This design comes from an exercise in tuning for small area and a short achievable clock period on the open sky130 flow, not from production work. Only simulation tests tie the RTL to the original design; equivalence was not proved. Power and IR drop assume default switching activity.

==> flow/design.v (outline; a module is shown in full before it is edited, if it fits) <==
// module sab: 761 lines
module sab (
    input  wire        clk,
    input  wire        rst,         
    input  wire        ce,          
    input  wire        load,        
    input  wire        sub,         
    input  wire [13:0] a,
    input  wire [13:0] d,
    input  wire [13:0] b,
    input  wire [4:0]  ea,
    input  wire [4:0]  eb,
    input  wire        cfg_asign,
    input  wire        cfg_bsign,
    input  wire        cfg_preadd,
    input  wire        cfg_scaled,
    input  wire [5:0]  cfg_accexp,
    input  wire        cfg_accsat,
    input  wire [1:0]  cfg_ofmt,
    input  wire [5:0]  cfg_oshift,
    input  wire [1:0]  cfg_rmode,
    input  wire        cfg_osat,
    input  wire        cfg_osign,
    output reg  [41:0] out,
    output reg  [4:0]  oexp,
    output reg         satf,
    output reg         accov
);
  // ...
==> flow/flow/run.sh <==
#!/bin/bash
set -euo pipefail
cd "$(dirname "$0")/.."
export SETUP_SLACK_MARGIN=${SETUP_SLACK_MARGIN_OVERRIDE:-11}
bash standard.sh > flow_make.log 2>&1
==> flow/standard.sh <==
#!/bin/bash
# synth_recipe.tcl (not shown) runs the flow's synth.tcl, then flattens the netlist and writes it again
# the make line also repeats each setting of config.mk as NAME=value (left out here)
make -C /OpenROAD-flow-scripts/flow DESIGN_CONFIG=/design/flow/config.mk WORK_HOME=/design/flow/orfs CLKGATE_MAP_FILE= SYNTH_SCRIPT=/design/flow/synth_recipe.tcl "${@:-finish}"
==> flow/config.mk <==
export PLATFORM = sky130hd
export DESIGN_NAME = sab
export DESIGN_NICKNAME = sab
export VERILOG_FILES = /design/flow/design.v
export SDC_FILE = /design/flow/constraint.sdc
export NUM_CORES = 4
export LEC_CHECK = 0
export ABC_AREA = 1
export CAP_MARGIN = 20
export CORE_MARGIN = 2
export CORE_UTILIZATION = 40
export PLACE_DENSITY = 0.6
export SLEW_MARGIN = 20
==> flow/constraint.sdc <==
create_clock -name core_clock -period 16.0 [get_ports {clk}]
set_input_delay 3.2000 -clock core_clock [delete_from_list [all_inputs] [get_ports {clk}]]
set_output_delay 3.2000 -clock core_clock [all_outputs]
set_load 0.01 [all_outputs]
==> results.sh, run 1 <==
export IMPL_pwr_share_clk_pct=10.1
export IMPL_vias_per_cell=5.62
export IMPL_layout_clock_cell_area_share_pct=3.64
export IMPL_path_buf_inv=3
export IMPL_synth_most_common_cell="nand2_1"
export IMPL_core_area_sq_um=77600
export IMPL_layout_cells_most_common="nand2_1"
export IMPL_setup_violations=0
export IMPL_netSwitchingPower_mw=4.36
export IMPL_dr_total_vias=32300
export IMPL_timing_fmax_mhz=187
export IMPL_grt_overflow=0
export IMPL_critPathTopFamily="compound AO/OA/AOI/OAI gates"
export IMPL_multi_input_area_share_pct=57.8
export IMPL_run_status="finished clean"
export IMPL_post_route_cells_drive_above_1_share_pct=11.0
export IMPL_grt_total_usage_pct=27.2
export IMPL_tapCellCount=1040
export IMPL_die_area_sq_um=80900
export IMPL_largest_register="al_q"
export IMPL_critPathMaxStageDelay_ps=240
export IMPL_synth_adder_area_share_pct=12.8
export IMPL_num_clock_buffers=53
export IMPL_switching_portion_of_total_power_pct=47.7
export IMPL_r2r_setup_slack_ps=10750
export IMPL_synth_area_leader_cell="edfxtp_1"
==> run 2, diff against run 1 <==
--- a/flow/config.mk
+++ b/flow/config.mk
@@ -10,4 +10,4 @@
 export CORE_MARGIN = 2
-export CORE_UTILIZATION = 40
-export PLACE_DENSITY = 0.6
+export CORE_UTILIZATION = 55
+export PLACE_DENSITY = 0.72
 export SLEW_MARGIN = 20
==> results.sh, run 2 <==
export IMPL_run_status="finished clean"
export IMPL_pre_cts_ws_ps=8950
export IMPL_util_after_layout_pct=64.9
export IMPL_seq_area_frac_synth_pct=25.0
export IMPL_synth_xor_xnor_area_share_pct=7.10
export IMPL_ctsLongestPathBuffers=3
export IMPL_syn_instance_count=4541
export IMPL_area_growth_syn_to_layout_pct=16.5
export IMPL_syn_avg_cell_area_sq_um=6.93
export IMPL_synth_edff_count=182
export IMPL_timing_clock_skew_ps=32.5
export IMPL_routed_wirelength_um=115000
export IMPL_critical_path_slowest_cell="a21oi_1"
export IMPL_crit_path_end_kind="flop"
export IMPL_critPathMaxStageDelay_ps=270
export IMPL_synth_fp_nets=4890
export IMPL_dr_total_vias=33400
export IMPL_timing_fmax_mhz=182
export IMPL_final_cell_mix="910 x nand2_1, 458 x inv_1, 450 x nand3_1"
export IMPL_clock_latency_ps=590
export IMPL_worst_r2r_startpoint="pre_q[11]"
export IMPL_placementRows=87
export IMPL_grt_total_usage_pct=37.4
export IMPL_max_reg_flops=43
export IMPL_dominant_combinational_cell_family_by_area_after_synthesis="simple AND/OR/NAND/NOR gates"
export IMPL_grt_overflow=0
export IMPL_type_of_the_tightest_min_delay_check="reg -> reg"
export IMPL_die_area_sq_um=59100
export IMPL_cts_root_buf="clkbuf_16"
export IMPL_setup_violations=0
export IMPL_grt_pass1_wl_um=175000
export IMPL_ioPinCount=129
export IMPL_synth_area_sq_um=31500
export IMPL_antenna_diode_count=0
export IMPL_layout_cells_most_common="nand2_1"
export IMPL_area_share_of_the_leading_cell_type_in_the_synthesized_netlist_pct=17.4
export IMPL_filler_instances=4973
export IMPL_ant_nets=0
export IMPL_number_of_buffers_added_by_the_clock_tree_synthesis_step=37
export IMPL_yosys_top_cells_count="934 x nand2_1, 486 x inv_1, 455 x nand3_1, 381 x nor2_1, 381 x o21ai_0"
export IMPL_post_route_cells_drive_above_1_share_pct=10.6
export IMPL_routed_wire_per_std_cell_um=21.2
export IMPL_ys_dominant_reg_cell="edfxtp_1"
export IMPL_post_synth_and_or_nand_nor_area_fraction_pct=26.0
export IMPL_nNetsFinal=5015
export IMPL_path_buf_inv=2
export IMPL_final_setup_tns_ps=0
export IMPL_die_width_um=243
export IMPL_clock_sinks=301
export IMPL_hpwl_um=82700
export IMPL_clock_tree_from_tritoncts="built"
export IMPL_synth_adder_area_share_pct=12.8
export IMPL_post_synth_num_cell_types=70
export IMPL_vias_per_cell=6.12
export IMPL_antenna_found_initial=0
export IMPL_largest_net_degree_at_the_start_of_global_routing=77
export IMPL_muxShareOfSynthArea_pct=0.827
export IMPL_timing_critical_path_cells="buf_16, buf_4, a21oi_2, ha_4, a21oi_2, o21a_1, nor2_1, nor2_1, o21bai_1, a21oi_1, o21bai_1, a21oi_1, o21ai_2, a21oi_1, o21bai_1, nand3_1, nand2_1, nand3_1, nand2_1, xor2_1"
export IMPL_cellLeakagePower_nw=16.3
export IMPL_finalHoldViolCount=0
export IMPL_compound_gate_portion_of_the_synthesized_area_pct=18.8
export IMPL_cellPowerDensity_nw_per_um2=242
export IMPL_startpoint_types="input port"
export IMPL_initial_utilization_pct=55.7
export IMPL_drc=0
export IMPL_critical_path_arrival_ps=5820
export IMPL_timing_worst_slew_pin_value_ps=1000
export IMPL_vdd_drop_max_mv=0.586
export IMPL_period_minus_slack_ps=5490
export IMPL_relSlewSlack_pct=33.2
export IMPL_rsz_0062_raised_after_global_routing="true"
export IMPL_hold_end="accov_d"
export IMPL_dr_pass1_iters=9
export IMPL_synth_yosys_warnings=1
export IMPL_core_area_sq_um=56500
export IMPL_reg2reg_depth=19
export IMPL_cts_htree_levels=2
export IMPL_setup_ws_ps=10510
export IMPL_r2r_setup_slack_ps=10640
export IMPL_synth_most_common_cell="nand2_1"
export IMPL_worst_ep_required_time_ps=16340
export IMPL_hp_start="accov_q"
export IMPL_clkTransAtPathRegs_ps=60
export IMPL_yosys_top_cells_area="edfxtp_1 17%, nand2_1 11%, dfxtp_1 7.6%, nand3_1 7.2%, ha_1 7.2%"
export IMPL_report_final_slew_viol_count=0
export IMPL_timing_final_crit_share_pct=34.3
export IMPL_crit_reg2reg_capture="prod_q[28]"
export IMPL_initialDrtViolationCount=3599
export IMPL_timing_critical_path_fanout_max=7
export IMPL_chipHeight_um=243
export IMPL_synth_area_leader_cell="edfxtp_1"
export IMPL_ys_ff_latch=301
export IMPL_largest_register="al_q"
export IMPL_postSynth_asyncResetShare_pct=0
export IMPL_setup_worst_path_class="in -> reg"
export IMPL_critPathTopFamily="compound AO/OA/AOI/OAI gates"
export IMPL_hold_path_depth=0
export IMPL_grt_pass1_vias=31500
export IMPL_finalWeightedCongestion=1.05
export IMPL_portbufs=128
export IMPL_drv_cap=0
-- run 2: metal layers --
metal | up-vias | part of all wire [%] | track usage [%]
met5 | - | 0 | 0
met4 | 0 | 7.2 | 22.6
met3 | 514 | 8.4 | 5.44
met2 | 1827 | 46 | 61.6
met1 | 15400 | 39 | 46.4
li1 | 15600 | - | -
-- run 2: how the worst max path moves through the flow --
stage	startpoint	endpoint	slack, ps	cells after the start
6_report	sub	pre_q[14]	10510	20
5_1_grt	sub	pre_q[14]	10340	20
4_1_cts	sub	pre_q[15]	10720	22
3_5_place_dp	sub	pre_q[15]	8950	21
3_3_place_gp	sub	pre_q[15]	9010	21
2_1_floorplan	sub	pre_q[15]	10200	22
-- run 2: layout make-up --
type | count | area, sq um | area share (%)
Clock buffer | 47 | 973 | 2.66
Clock inverter | 19 | 165 | 0.451
Inverter | 518 | 2070 | 5.66
Multi-Input combinational cell | 3495 | 21600 | 58.9
Sequential cell | 301 | 7850 | 21.4
Tap cell | 756 | 946 | 2.58
Timing Repair Buffer | 313 | 3060 | 8.36
-- run 2: power by group --
| group | internal, mW | switching (mW) |
|---|---|---|
| Combinational | 2.86 | 3.83 |
| Sequential | 1.21 | 0.153 |
| Clock | 0.465 | 0.354 |
| Total | 4.53 | 4.34 |
-- run 2: cell families after synthesis --
logic type,Yosys count
compound gates,1032
simple gates,1911
fa+ha+maj,269
buf+inv,747
mux,26
xor+xnor,255
flops,301
-- run 2: repair_timing --
action	CTS	global route
hold buffers	0	0
gates resized for setup	156	136
setup endpoints to repair	141	120
cloned	3	3
setup buffers	92	56
pin swaps	79	66
endpoints found under the hold margin	0	0
-- run 2: through the flow --
step                      cells  instance area (sq um)  hold slack [ps]  power, mW
after floorplan            4541                  31700              400       5.14
after global placement     5228                  33000              406       6.43
after detailed placement   5228                  33000              406       6.45
after CTS                  5389                  35500              419       8.03
after global routing       5449                  36600              431       9.47
final                      5449                  36600              420       8.87
-- run 2: worst reg2reg max path, cell delays in order, from the launching register on --
cell and delay, ps:
edfxtp_1 420, clkinvlp_4 360, o22ai_2 310, xor2_1 320, fa_1 500, fa_1 510, inv_1 60, fa_1 460
fa_1 560, ha_4 230, a21oi_2 120, a21boi_4 240, o21ai_4 100, a21oi_4 170, o21ai_2 90, a21boi_2 210
o21ai_2 110, a21oi_2 140, o21ai_2 70, xor2_1 140

==> re-timing with driven ports <==
How much do the figures lean on ideal ports? The routed layouts below were timed once more, with nothing changed but the port constraints.
Step 1, drivers: a clkbuf_16 drives clk and a buf_2 each remaining input, both assumed.
Step 2 adds t to the input delays and takes it off the output delays; t is the mean of the earliest and latest rising clock arrival at the registers after step 1. Input paths then give back, and output paths get back, about the clock's delay inside the block.
a / b / c = no drivers / after step 1 / after step 2; a / b = the first two.
| run | t, ns | slack for setup (ns) | slew at the worst register clock pin (ns) | worst data-port slew with drivers (ns) |
|---|---|---|---|---|
| run 1 | 0.637 | 10.667 / 10.610 / 9.973 | 0.06 / 0.06 | 0.12 |
| run 2 | 0.634 | 10.513 / 10.498 / 9.864 | 0.07 / 0.07 | 0.11 |
After both steps setup and hold are still met in every run listed. For run 1, which loses most, drivers alone change the setup slack by -0.057 ns; drivers and shift together by -0.694 ns.
